Context: an optimization exercise on an open-source flow, tuned for small area, a short achievable clock period and few clock cycles. The choices shown serve that exercise and are no tape-out recipe.
For this run, only the layout was checked, not whether the RTL still works.
Power figures rest on the tool's default switching activity, not on a simulated workload.

==> flow/design.v <==
module cvu (
    input  wire        clk,
    input  wire        rst,
    input  wire        req_valid,
    output wire        req_ready,
    input  wire        req_write,
    input  wire [5:0]  req_addr,     
    input  wire [31:0] req_wdata,
    output reg         rsp_valid,
    output reg  [31:0] rsp_rdata,
    output wire        irq
);
    localparam A_CFG      = 6'h00, A_CTRL    = 6'h01, A_STATUS  = 6'h02, A_ERRCNT  = 6'h03,
               A_POLY_LO  = 6'h04, A_POLY_HI = 6'h05, A_INIT_LO = 6'h06, A_INIT_HI = 6'h07,
               A_XOR_LO   = 6'h08, A_XOR_HI  = 6'h09,
               A_DATA8    = 6'h0C, A_DATA16  = 6'h0D, A_DATA32  = 6'h0E,
               A_RES_LO   = 6'h10, A_RES_HI  = 6'h11, A_ALIVERX = 6'h12, A_ALIVE   = 6'h13,
               A_RX_LO    = 6'h14, A_RX_HI   = 6'h15;
    reg        op_v;
    reg [5:0]  op_a;
    reg [31:0] op_d;
    reg        half;          
    reg [1:0]  alive_w;
    reg [5:0]  alive_step;
    reg        refout, refin;
    reg [6:0]  width;
    reg [63:0] poly, init, xorout;
    reg [63:0] crc;           
    reg [63:0] pal;           
    reg [15:0] hinv;          
    reg [31:0] rx_hi;
    reg [15:0] alive_rx;
    reg [15:0] alive;
    reg        alive_seen;
    reg [15:0] err_cnt;
    reg        st_match, st_mismatch, st_jump, st_repeat, st_cfg_err;
    reg [31:0] res_hi_latch;
    reg        rd_pend;
    reg [5:0]  rd_addr;
    assign irq = st_cfg_err | st_repeat | st_jump | st_mismatch;
    wire       m64   = width[6] | (width[5] & (|width[4:0]));
    wire [5:0] shamt = 6'd0 - width[5:0];    
    wire [63:0] wmask = {64{1'b1}} >> shamt;
    wire is_d8   = op_a == A_DATA8;
    wire is_d16  = op_a == A_DATA16;
    wire is_d32  = op_a == A_DATA32;
    wire is_data = is_d8 | is_d16 | is_d32;
    wire first64 = is_d32 & m64 & !half;       
    wire op_done = op_v & !first64;
    wire do_data = op_v & is_data;
    assign req_ready = !op_v | !first64;
    wire wr_acc = req_valid & req_ready & req_write;
    wire rd_acc = req_valid & req_ready & !req_write;
    reg [31:0] dseq;
    integer b, j;
    always @(*) begin
        for (b = 0; b < 4; b = b + 1)
            for (j = 0; j < 8; j = j + 1)
                dseq[8*b + j] = refin ? op_d[8*b + j] : op_d[8*b + 7 - j];
    end
    wire [63:0] xin = is_d8 ? {8'd0, crc[63:8]} : crc;
    wire [15:0] dd  = is_d8 ? {dseq[7:0], 8'd0} :
                      (half ? dseq[31:16] : dseq[15:0]);
    reg  [15:0] e1;
    integer k;
    always @(*) begin
        for (k = 0; k < 16; k = k + 1)
            e1[k] = xin[63-k] ^ dd[k];
    end
    function [15:0] hmul;    
        input [15:0] h;
        input [15:0] e;
        integer a, c;
        begin
            hmul = 16'd0;
            for (a = 0; a < 16; a = a + 1)
                for (c = 0; c <= a; c = c + 1)
                    hmul[a] = hmul[a] ^ (h[a-c] & e[c]);
        end
    endfunction
    wire [15:0] q1 = hmul(hinv, e1);
    reg [63:32] up;
    integer i;
    always @(*) begin
        for (i = 32; i < 64; i = i + 1) begin
            up[i] = xin[i-16];
            for (k = 0; k < 16; k = k + 1)
                up[i] = up[i] ^ (q1[k] & pal[i-15+k]);
        end
    end
    reg [15:0] e2;
    always @(*) begin
        for (k = 0; k < 16; k = k + 1)
            e2[k] = up[63-k] ^ dseq[16+k];
    end
    wire [15:0] q2 = hmul(hinv, e2);
    wire [15:0] ql = m64 ? q1 : q2;
    reg [31:0] lo;
    reg        pbit;
    always @(*) begin
        for (i = 0; i < 32; i = i + 1) begin
            if (m64) lo[i] = (i >= 16) ? xin[i-16] : 1'b0;
            else     lo[i] = (i >= 16) ? up[i+16] : 1'b0;
            for (k = 0; k < 16; k = k + 1) begin
                if (m64) pbit = (i - 15 + k >= 0) ? pal[(i-15+k) & 63] : 1'b0;
                else     pbit = pal[i+17+k];
                lo[i] = lo[i] ^ (ql[k] & pbit);
            end
        end
    end
    wire [63:0] step_out = m64 ? {up, lo[31:16], lo[15:8] ^ (is_d8 ? crc[7:0] : 8'd0), lo[7:0]} :
                           (is_d32 ? {lo, 32'd0} : {up, 32'd0});
    reg [63:0] crc_rev;
    always @(*) begin
        for (i = 0; i < 64; i = i + 1) crc_rev[i] = crc[63-i];
    end
    wire [63:0] result = ((refout ? crc_rev : (crc >> shamt)) ^ xorout) & wmask;
    wire [63:0] rx_val    = {rx_hi, op_d};
    wire        chk_bad   = |((result ^ rx_val) & wmask);
    wire [15:0] amask     = (alive_w == 2'd1) ? 16'h000F :
                            (alive_w == 2'd2) ? 16'h00FF : 16'hFFFF;
    wire [15:0] arx       = alive_rx & amask;
    wire [15:0] adiff     = (arx - alive) & amask;
    wire [5:0]  astep     = (alive_step == 6'd0) ? 6'd1 : alive_step;
    wire        a_on      = (alive_w != 2'd0);
    wire        a_repeat  = a_on && alive_seen && (adiff == 16'd0);
    wire        a_jump    = a_on && alive_seen && (adiff > {10'd0, astep});
    wire        cfg_ok    = (op_d[31:30] == 2'b00) &&
                            (op_d[6:0] >= 7'd3) && (op_d[6:0] <= 7'd64);
    wire [15:0] err_inc   = (err_cnt == 16'hFFFF) ? err_cnt : err_cnt + 16'd1;
    reg [1:0]  alive_w_n;
    reg [5:0]  alive_step_n;
    reg        refout_n, refin_n;
    reg [6:0]  width_n;
    reg [63:0] poly_n, init_n, xorout_n;
    reg [31:0] rx_hi_n;
    reg [15:0] alive_rx_n, alive_n, err_cnt_n;
    reg        alive_seen_n;
    reg        st_match_n, st_mismatch_n, st_jump_n, st_repeat_n, st_cfg_err_n;
    reg        restart, a_clear;
    always @(*) begin
        alive_w_n = alive_w; alive_step_n = alive_step; refout_n = refout; refin_n = refin;
        width_n = width; poly_n = poly; init_n = init; xorout_n = xorout;
        rx_hi_n = rx_hi; alive_rx_n = alive_rx; alive_n = alive; err_cnt_n = err_cnt;
        alive_seen_n = alive_seen;
        st_match_n = st_match; st_mismatch_n = st_mismatch; st_jump_n = st_jump;
        st_repeat_n = st_repeat; st_cfg_err_n = st_cfg_err;
        restart = 1'b0; a_clear = 1'b0;
        if (op_v) begin
            case (op_a)
                A_CFG: begin
                    if (cfg_ok) begin
                        alive_w_n    = op_d[23:22];
                        alive_step_n = op_d[21:16];
                        refout_n     = op_d[9];
                        refin_n      = op_d[8];
                        width_n      = op_d[6:0];
                        restart = 1'b1; a_clear = 1'b1;
                    end else begin
                        st_cfg_err_n = 1'b1;
                        err_cnt_n    = err_inc;
                    end
                end
                A_CTRL: begin
                    restart = op_d[0];
                    a_clear = op_d[1];
                end
                A_STATUS: begin
                    if (op_d[1]) st_mismatch_n = 1'b0;
                    if (op_d[2]) st_jump_n     = 1'b0;
                    if (op_d[3]) st_repeat_n   = 1'b0;
                    if (op_d[4]) st_cfg_err_n  = 1'b0;
                end
                A_ERRCNT:  err_cnt_n = op_d[15:0];
                A_POLY_LO: begin poly_n[31:0]    = op_d; restart = 1'b1; a_clear = 1'b1; end
                A_POLY_HI: begin poly_n[63:32]   = op_d; restart = 1'b1; a_clear = 1'b1; end
                A_INIT_LO: begin init_n[31:0]    = op_d; restart = 1'b1; a_clear = 1'b1; end
                A_INIT_HI: begin init_n[63:32]   = op_d; restart = 1'b1; a_clear = 1'b1; end
                A_XOR_LO:  begin xorout_n[31:0]  = op_d; restart = 1'b1; a_clear = 1'b1; end
                A_XOR_HI:  begin xorout_n[63:32] = op_d; restart = 1'b1; a_clear = 1'b1; end
                A_ALIVERX: alive_rx_n = op_d[15:0];
                A_RX_HI:   rx_hi_n    = op_d;
                A_RX_LO: begin
                    restart = 1'b1;
                    if (chk_bad) begin
                        st_mismatch_n = 1'b1;
                        st_match_n    = 1'b0;
                        err_cnt_n     = err_inc;
                    end else if (a_repeat) begin
                        st_repeat_n   = 1'b1;
                        st_match_n    = 1'b0;
                        err_cnt_n     = err_inc;
                    end else begin
                        if (a_on) begin
                            alive_n      = arx;
                            alive_seen_n = 1'b1;
                        end
                        if (a_jump) begin
                            st_jump_n  = 1'b1;
                            st_match_n = 1'b0;
                            err_cnt_n  = err_inc;
                        end else begin
                            st_match_n = 1'b1;
                        end
                    end
                end
                default: ;
            endcase
            if (a_clear) begin
                alive_n      = 16'd0;
                alive_seen_n = 1'b0;
            end
        end
    end
    wire [5:0]  shamt_n = 6'd0 - width_n[5:0];
    wire [63:0] init_al = init_n << shamt_n;
    wire [63:0] pal_n   = poly_n << shamt_n;
    function [15:0] newton;    
        input [15:0] h;
        input [15:0] a;
        integer u, v;
        reg [15:0] h2;
        begin
            h2 = 16'd0;
            for (u = 0; u < 8; u = u + 1) h2[2*u] = h[u];
            newton = 16'd0;
            for (u = 0; u < 16; u = u + 1)
                for (v = 0; v <= u; v = v + 1)
                    newton[u] = newton[u] ^ (h2[v] & a[u-v]);
        end
    endfunction
    reg [15:0] aser;
    always @(*) begin
        aser[0] = 1'b1;
        for (k = 1; k < 16; k = k + 1) aser[k] = pal_n[64-k];
    end
    wire [15:0] h2  = {14'd0, aser[1], 1'b1};
    wire [15:0] h4  = newton(h2, aser & 16'h000F) & 16'h000F;
    wire [15:0] h8  = newton(h4, aser & 16'h00FF) & 16'h00FF;
    wire [15:0] h16 = newton(h8, aser);
    always @(posedge clk) begin
        if (rst) begin
            op_v         <= 1'b0;
            op_a         <= 6'd0;
            op_d         <= 32'd0;
            half         <= 1'b0;
            alive_w      <= 2'd0;
            alive_step   <= 6'd1;
            refout       <= 1'b0;
            refin        <= 1'b0;
            width        <= 7'd32;
            poly         <= 64'd0;
            init         <= 64'd0;
            xorout       <= 64'd0;
            crc          <= 64'd0;
            pal          <= 64'd0;
            hinv         <= 16'd1;
            rx_hi        <= 32'd0;
            alive_rx     <= 16'd0;
            alive        <= 16'd0;
            alive_seen   <= 1'b0;
            err_cnt      <= 16'd0;
            st_match     <= 1'b0;
            st_mismatch  <= 1'b0;
            st_jump      <= 1'b0;
            st_repeat    <= 1'b0;
            st_cfg_err   <= 1'b0;
        end else begin
            if (req_ready) begin
                op_v <= wr_acc;
                if (wr_acc) begin
                    op_a <= req_addr;
                    op_d <= req_wdata;
                end
            end
            half <= first64 & op_v;
            alive_w <= alive_w_n; alive_step <= alive_step_n; refout <= refout_n; refin <= refin_n;
            width <= width_n; poly <= poly_n; init <= init_n; xorout <= xorout_n;
            rx_hi <= rx_hi_n; alive_rx <= alive_rx_n; alive <= alive_n; err_cnt <= err_cnt_n;
            alive_seen <= alive_seen_n;
            st_match <= st_match_n; st_mismatch <= st_mismatch_n; st_jump <= st_jump_n;
            st_repeat <= st_repeat_n; st_cfg_err <= st_cfg_err_n;
            pal  <= pal_n;
            hinv <= h16;
            if (restart)      crc <= init_al;
            else if (do_data) crc <= step_out;
        end
    end
    wire wr_now = op_done;
    wire safe_op = (op_a == A_STATUS) || (op_a == A_ERRCNT) || (op_a == A_ALIVERX) ||
                   (op_a == A_RX_HI) ||
                   (op_a == 6'h0A) || (op_a == 6'h0B) || (op_a == 6'h0F) || (op_a >= 6'h16) ||
                   (op_a == A_RES_LO) || (op_a == A_RES_HI) || (op_a == A_ALIVE);
    wire rd_slow = rd_acc & wr_now & !safe_op &
                   !((op_a == A_RX_LO) & (req_addr != A_RES_LO));
    wire [5:0] ra = rd_pend ? rd_addr : req_addr;
    reg [31:0] rd_val;
    always @(*) begin
        case (ra)
            A_CFG:     rd_val = {8'd0, alive_w, alive_step, 6'd0, refout, refin, 1'b0, width};
            A_STATUS:  rd_val = {27'd0, st_cfg_err_n, st_repeat_n, st_jump_n, st_mismatch_n, st_match_n};
            A_ERRCNT:  rd_val = {16'd0, err_cnt_n};
            A_POLY_LO: rd_val = poly[31:0]    & wmask[31:0];
            A_POLY_HI: rd_val = poly[63:32]   & wmask[63:32];
            A_INIT_LO: rd_val = init[31:0]    & wmask[31:0];
            A_INIT_HI: rd_val = init[63:32]   & wmask[63:32];
            A_XOR_LO:  rd_val = xorout[31:0]  & wmask[31:0];
            A_XOR_HI:  rd_val = xorout[63:32] & wmask[63:32];
            A_RES_LO:  rd_val = result[31:0];
            A_RES_HI:  rd_val = res_hi_latch;
            A_ALIVE:   rd_val = {16'd0, alive_n};
            default:   rd_val = 32'd0;
        endcase
    end
    wire rd_go = (rd_acc & !rd_slow) | rd_pend;
    always @(posedge clk) begin
        if (rst) begin
            rsp_valid    <= 1'b0;
            rsp_rdata    <= 32'd0;
            res_hi_latch <= 32'd0;
            rd_pend      <= 1'b0;
            rd_addr      <= 6'd0;
        end else begin
            rsp_valid <= rd_go;
            rd_pend   <= rd_slow;
            if (rd_slow) rd_addr <= req_addr;
            if (rd_go) begin
                rsp_rdata <= rd_val;
                if (ra == A_RES_LO)
                    res_hi_latch <= result[63:32];
            end
        end
    end
endmodule
==> flow/run.sh <==
#!/bin/bash
# synth_recipe.tcl (not shown) runs the flow's synth.tcl, then flattens the netlist and writes it again
# the make line also repeats each setting of config.mk as NAME=value (left out here)
make -C /OpenROAD-flow-scripts/flow DESIGN_CONFIG=/design/flow/config.mk WORK_HOME=/design/flow/orfs CLKGATE_MAP_FILE= SYNTH_SCRIPT=/design/flow/synth_recipe.tcl finish
==> flow/config.mk <==
export PLATFORM = sky130hd
export DESIGN_NAME = cvu
export DESIGN_NICKNAME = cvu
export VERILOG_FILES = /design/flow/design.v
export SDC_FILE = /design/flow/constraint.sdc
export NUM_CORES = 4
export LEC_CHECK = 0
export CAP_MARGIN = 20
export CORE_MARGIN = 2
export CORE_UTILIZATION = 30
export SLEW_MARGIN = 20
==> flow/constraint.sdc <==
create_clock -name core_clock -period 25.0 [get_ports {clk}]
set_input_delay 5.0000 -clock core_clock [delete_from_list [all_inputs] [get_ports {clk}]]
set_output_delay 5.0000 -clock core_clock [all_outputs]
set_load 0.01 [all_outputs]
==> run summary <==
[worst register-to-register path, cell delays in order (launching register included)]
cell,delay [ns]
dfxtp_2,0.34
buf_4,0.69
nand2b_1,0.22
mux2i_1,0.86
nor2_1,0.46
nand2_1,0.19
xnor3_1,0.76
and2_1,0.75
nand2_1,0.13
xnor3_1,0.41
xnor2_1,0.17
xnor3_1,1.09
nand2_1,0.16
xnor3_1,0.41
xnor3_2,0.57
mux2i_4,0.77
nor2_1,0.16
xnor3_1,0.41
xnor3_1,0.34
xnor3_1,0.42
xor2_1,0.18
a221oi_1,0.30
nor3_2,0.07
[power by group through the flow]
stage | Clock (uW) | Sequential, uW | Combinational [uW]
2_1_floorplan | 0 | 921 | 552
3_3_place_gp | 0 | 943 | 870
4_1_cts | 1030 | 924 | 878
3_5_place_dp | 0 | 943 | 875
6_report | 1030 | 926 | 910
5_1_grt | 1070 | 925 | 927
[cell usage in the layout, fill, tap and decap left out, types with 22 or more instances in the layout]
cell type	instances
a211oi_1	85
mux2i_1	653
xnor2_1	847
mux4_2	42
a22oi_1	75
o211ai_1	39
o22ai_1	27
a31oi_1	59
and3_1	56
clkbuf_16	67
and2_1	47
nand4_1	27
nand2_1	1577
a222oi_1	28
ha_1	32
nand3_1	147
a311oi_1	43
a21oi_1	461
clkdlybuf4s50_1	75
buf_4	241
mux2_2	32
xnor3_1	161
nor3_1	132
a22o_1	23
nand2b_1	22
inv_1	73
xor2_1	278
a221oi_1	81
a32oi_1	43
nor2b_1	48
o21ai_0	252
nor2_1	949
dfxtp_1	546
[how the worst max path moves through the flow]
stage / from / cells after the start / endpoint / slack, ns
finish: refin / 22 / crc[11] / 15.00
global route: refin / 22 / crc[11] / 14.68
CTS: refin / 22 / crc[11] / 15.19
detailed placement: refin / 22 / crc[11] / 15.24
global placement: op_a[3] / 24 / crc[11] / 15.26
floorplan: op_d[2] / 34 / hinv[13] / 15.81
[registers in the layout, indices dropped and copies added, names as in the netlist, 32 cells and up]
name and count:
rsp_rdata 32, op_d 32, pal 63, crc 64, rx_hi 32, init 64, poly 64, res_hi_latch 32
xorout 64
[final cells by class]
type | count | share of cell area
antenna | 3 | 0.0001169
clock buffer | 90 | 0.02948
clock inverter | 25 | 0.005066
inverter | 78 | 0.004599
multi-input combinational | 6599 | 0.6990
sequential | 549 | 0.1713
tap | 2542 | 0.04953
timing repair buffer | 322 | 0.04092
[routing by layer]
layer  up-vias  track usage
met3       829      0.06516
met2      4122       0.4138
li1      26480            -
met4        12       0.1670
met5         -            0
met1     29380       0.3768
[cell families after synthesis]
family                     after synthesis
buffers and inverters                  769
xor gates and xnor gates              1314
muxes                                  748
adders and majority gates               37
AOI/OAI and AO/OA                     1409
DFF                                    549
and+or+nand+nor                       3091
[per-stage QoR]
step	util	setup WS, ns	instances
finish	0.3303	15.00	10210
global route	0.3303	14.68	10210
CTS	0.3301	15.19	10200
detailed placement	0.3187	15.24	10090
global placement	0.3186	15.26	10090
floorplan	-	15.81	7917
==> summary.md <==
| Metric | Value |
|---|---|
| Unrepaired setup endpoints after global routing | `false` |
| Switch share | `0.3928` |
| Max-slew violation count | `0` |
| Synth top area cells | `dfxtp_1 19%, xnor2_1 13%, mux2i_1 11%, nand2_1 10%, xnor3_1 6.2%` |
| Die height | `445.8 um` |
| Vias in the first global route | `55500` |
| CTS tree | `done` |
| Setup Buffers After CTS | `0` |
| Max Cap Violations | `0` |
| Share of synthesized registers carrying an async set or reset | `0` |
| Power density over cell area | `between 40 and 50 nW/um^2` |
| Worst-path clk slew | `roughly 0.060 ns` |
| GPL Wtd Cong | `1.034` |
| Synth unique cells | `94` |
| Clk buf depth | `3` |
| WP data arrival | `around 11 ns` |
| Drt first pass iters | `9` |
| Drc violations | `0` |
| Share of cells above drive strength 1 | `0.07008` |
| FMAX | `~0.10 GHz` |
| TritonCTS buffer count | `66` |
| Reg-to-Reg Start | `refin` |
| Filler instances | `between 20000 and 25000` |
| Logic pwr share | `0.317` |
| Synth warn | `1` |
| CP Class | `reg2reg` |
| Reg2Reg Depth | `22` |
| Worst min path class | `reg2reg` |
| Post-route clock skew | `0.04229 ns` |
| CP Max Fanout | `between 60 and 70` |
| Clk Latency, worst-skew pair | `roughly 0.70 ns` |
| Dpl hpwl | `around 210000 um` |
| Io pins | `77` |
| Compound-cell area share of the yosys netlist | `0.1581` |
| Drt wl/cell | `~29 um` |
| Via count | `60830` |
| Hold Path Stages | `2` |
| Overall routing resource usage | `0.2828` |
| Post-cts sizing count | `0` |
| Critical path, cell by cell | `buf_4, nand2b_1, mux2i_1, nor2_1, nand2_1, xnor3_1, and2_1, nand2_1, xnor3_1, xnor2_1, xnor3_1, nand2_1, xnor3_1, xnor3_2, mux2i_4, nor2_1, xnor3_1, xnor3_1, xnor3_1, xor2_1, a221oi_1, nor3_2` |
| Mapped Area | `a little under 60000 sq um` |
| Post-Syn Instances | `between 7000 and 8000` |
| Startpoint types | `flip-flop` |
| RR Endpoint | `crc[11]` |
| R2r setup slk | `15.00 ns` |
| Met3 routed WL | `around 34000 um` |
| Initial antenna violation count | `7` |
| Pint | `between 1500 and 2000 uW` |
| Clock Sinks | `roughly 550` |
| Core area | `194400 sq um` |
| Initial DRC Count | `9703` |
| Post-DRT Antenna Nets | `0` |
| Post-Synth XOR/XNOR Area | `0.2382` |
| Die ar. | `~200000 sq um` |
| Worst hold path startpoint | `res_hi_latch[3]` |
| Register area share after synthesis | `0.1877` |
| Static leakage | `~0.024 uW` |
| CTS Hold Bufs | `0` |
| Largest family of logic cells by synthesized area | `XOR/XNOR gates` |
| NumNets Final | `slightly below 8000` |
| Mux contribution to synthesized area | `0.1383` |
| Yosys top cell area share | `0.1877` |
| Final period util | `0.3999` |
| Maximum VDD drop | `42.19 uV` |
| Met2 wire len | `~120000 um` |
| Count leader, synth | `nand2_1` |
| Hold Fails Final Rpt | `0` |
| Root Driver | `clkbuf_16` |
| Most common library cells after synthesis | `1581 x nand2_1, 961 x nor2_1, 854 x xnor2_1` |
| Hold slack | `~0.46 ns` |
| Multi-input logic area | `~45000 sq um` |
| Simple logic cell fraction of the synthesized area | `0.2169` |
| Final setup fails | `0` |
| Worst setup EP type | `flip-flop` |
| Post-Synth Adder-Cell Area | `0.008033` |
| First-pass GRT wire length | `412900 um` |
| Synth Register Bits | `549` |
| Cell Rows | `between 150 and 200` |
| Cell family with most CP delay | `XOR/XNOR gates` |
| Most used DFF post-synth | `dfxtp_1` |
| GR Overflow Total | `0` |
| CP required | `approximately 26 ns` |
| Max incr delay on CP | `1.09 ns` |
| Post-synth EDFFs | `0` |
| Worst Tran Pin Value | `around 1.3 ns` |
| Initial core utilization | `0.3013` |
| Syn_nets | `between 7000 and 8000` |
| # H-tree levels | `3` |
| Mapped Avg Cell Area | `about 7.4 sq um` |
| Drt via density | `between 5 and 6` |
| Most used cell, CP | `xnor3_1` |
| Tmin final | `~10 ns` |
| Flop pwr share | `0.323` |
| Top sig layer | `met5` |
| Synthesis-to-layout area growth | `9.644%` |
| Final Power | `approximately 2900 uW` |
| Die X | `445.8 um` |
| Clock power share | `0.360` |
| IO buf count | `76` |
| Total Wirelength | `~290000 um` |
| Reg area | `between 10000 and 15000 sq um` |
| NetSw | `1126 uW` |
| Fin area | `around 64000 sq um` |
| Worst rel slew slack | `0.1236` |
| M1 wire length | `around 120000 um` |
| Critical-path top delay cell | `xnor3_1` |
| CP Buf/Inv Count | `1` |
| Yosys top cell by area | `dfxtp_1` |
| Worst hold path endpoint | `res_hi_latch[3]` |
| DP Area | `61950 sq um` |
| Setup TNS | `0 ns` |
| Status | `no timing/DRC/antenna violations` |
| Pin count of the biggest net entering global routing | `185` |

[separate check: timing with driven ports]
No port has a modelled driver above. Below, the same layout with a new extraction and two added sets of constraints. Step 1: set_driving_cell puts a clkbuf_16 on clk and a buf_2 on each other input, an assumption about the parent block. Step 2 moves the port delays by t, midway between the first and last clock arrival at a register: inputs arrive t later, outputs are due t later. That takes back most of the time a late clock gives input paths. Three values: ideal, step 1, step 2; two values: the first two.
t, ns: 0.758
setup WS [ns]: 15.003 / 15.003 / 15.003
hold WS [ns]: 0.455 / 0.455 / 0.455
clock arrival spread, ns: 0.043 / 0.043
cell pins on the clock port's net: 1
After both steps this run still meets setup and hold. The setup slack of this run moves by 0.000 ns with the drivers and by 0.000 ns with both steps.
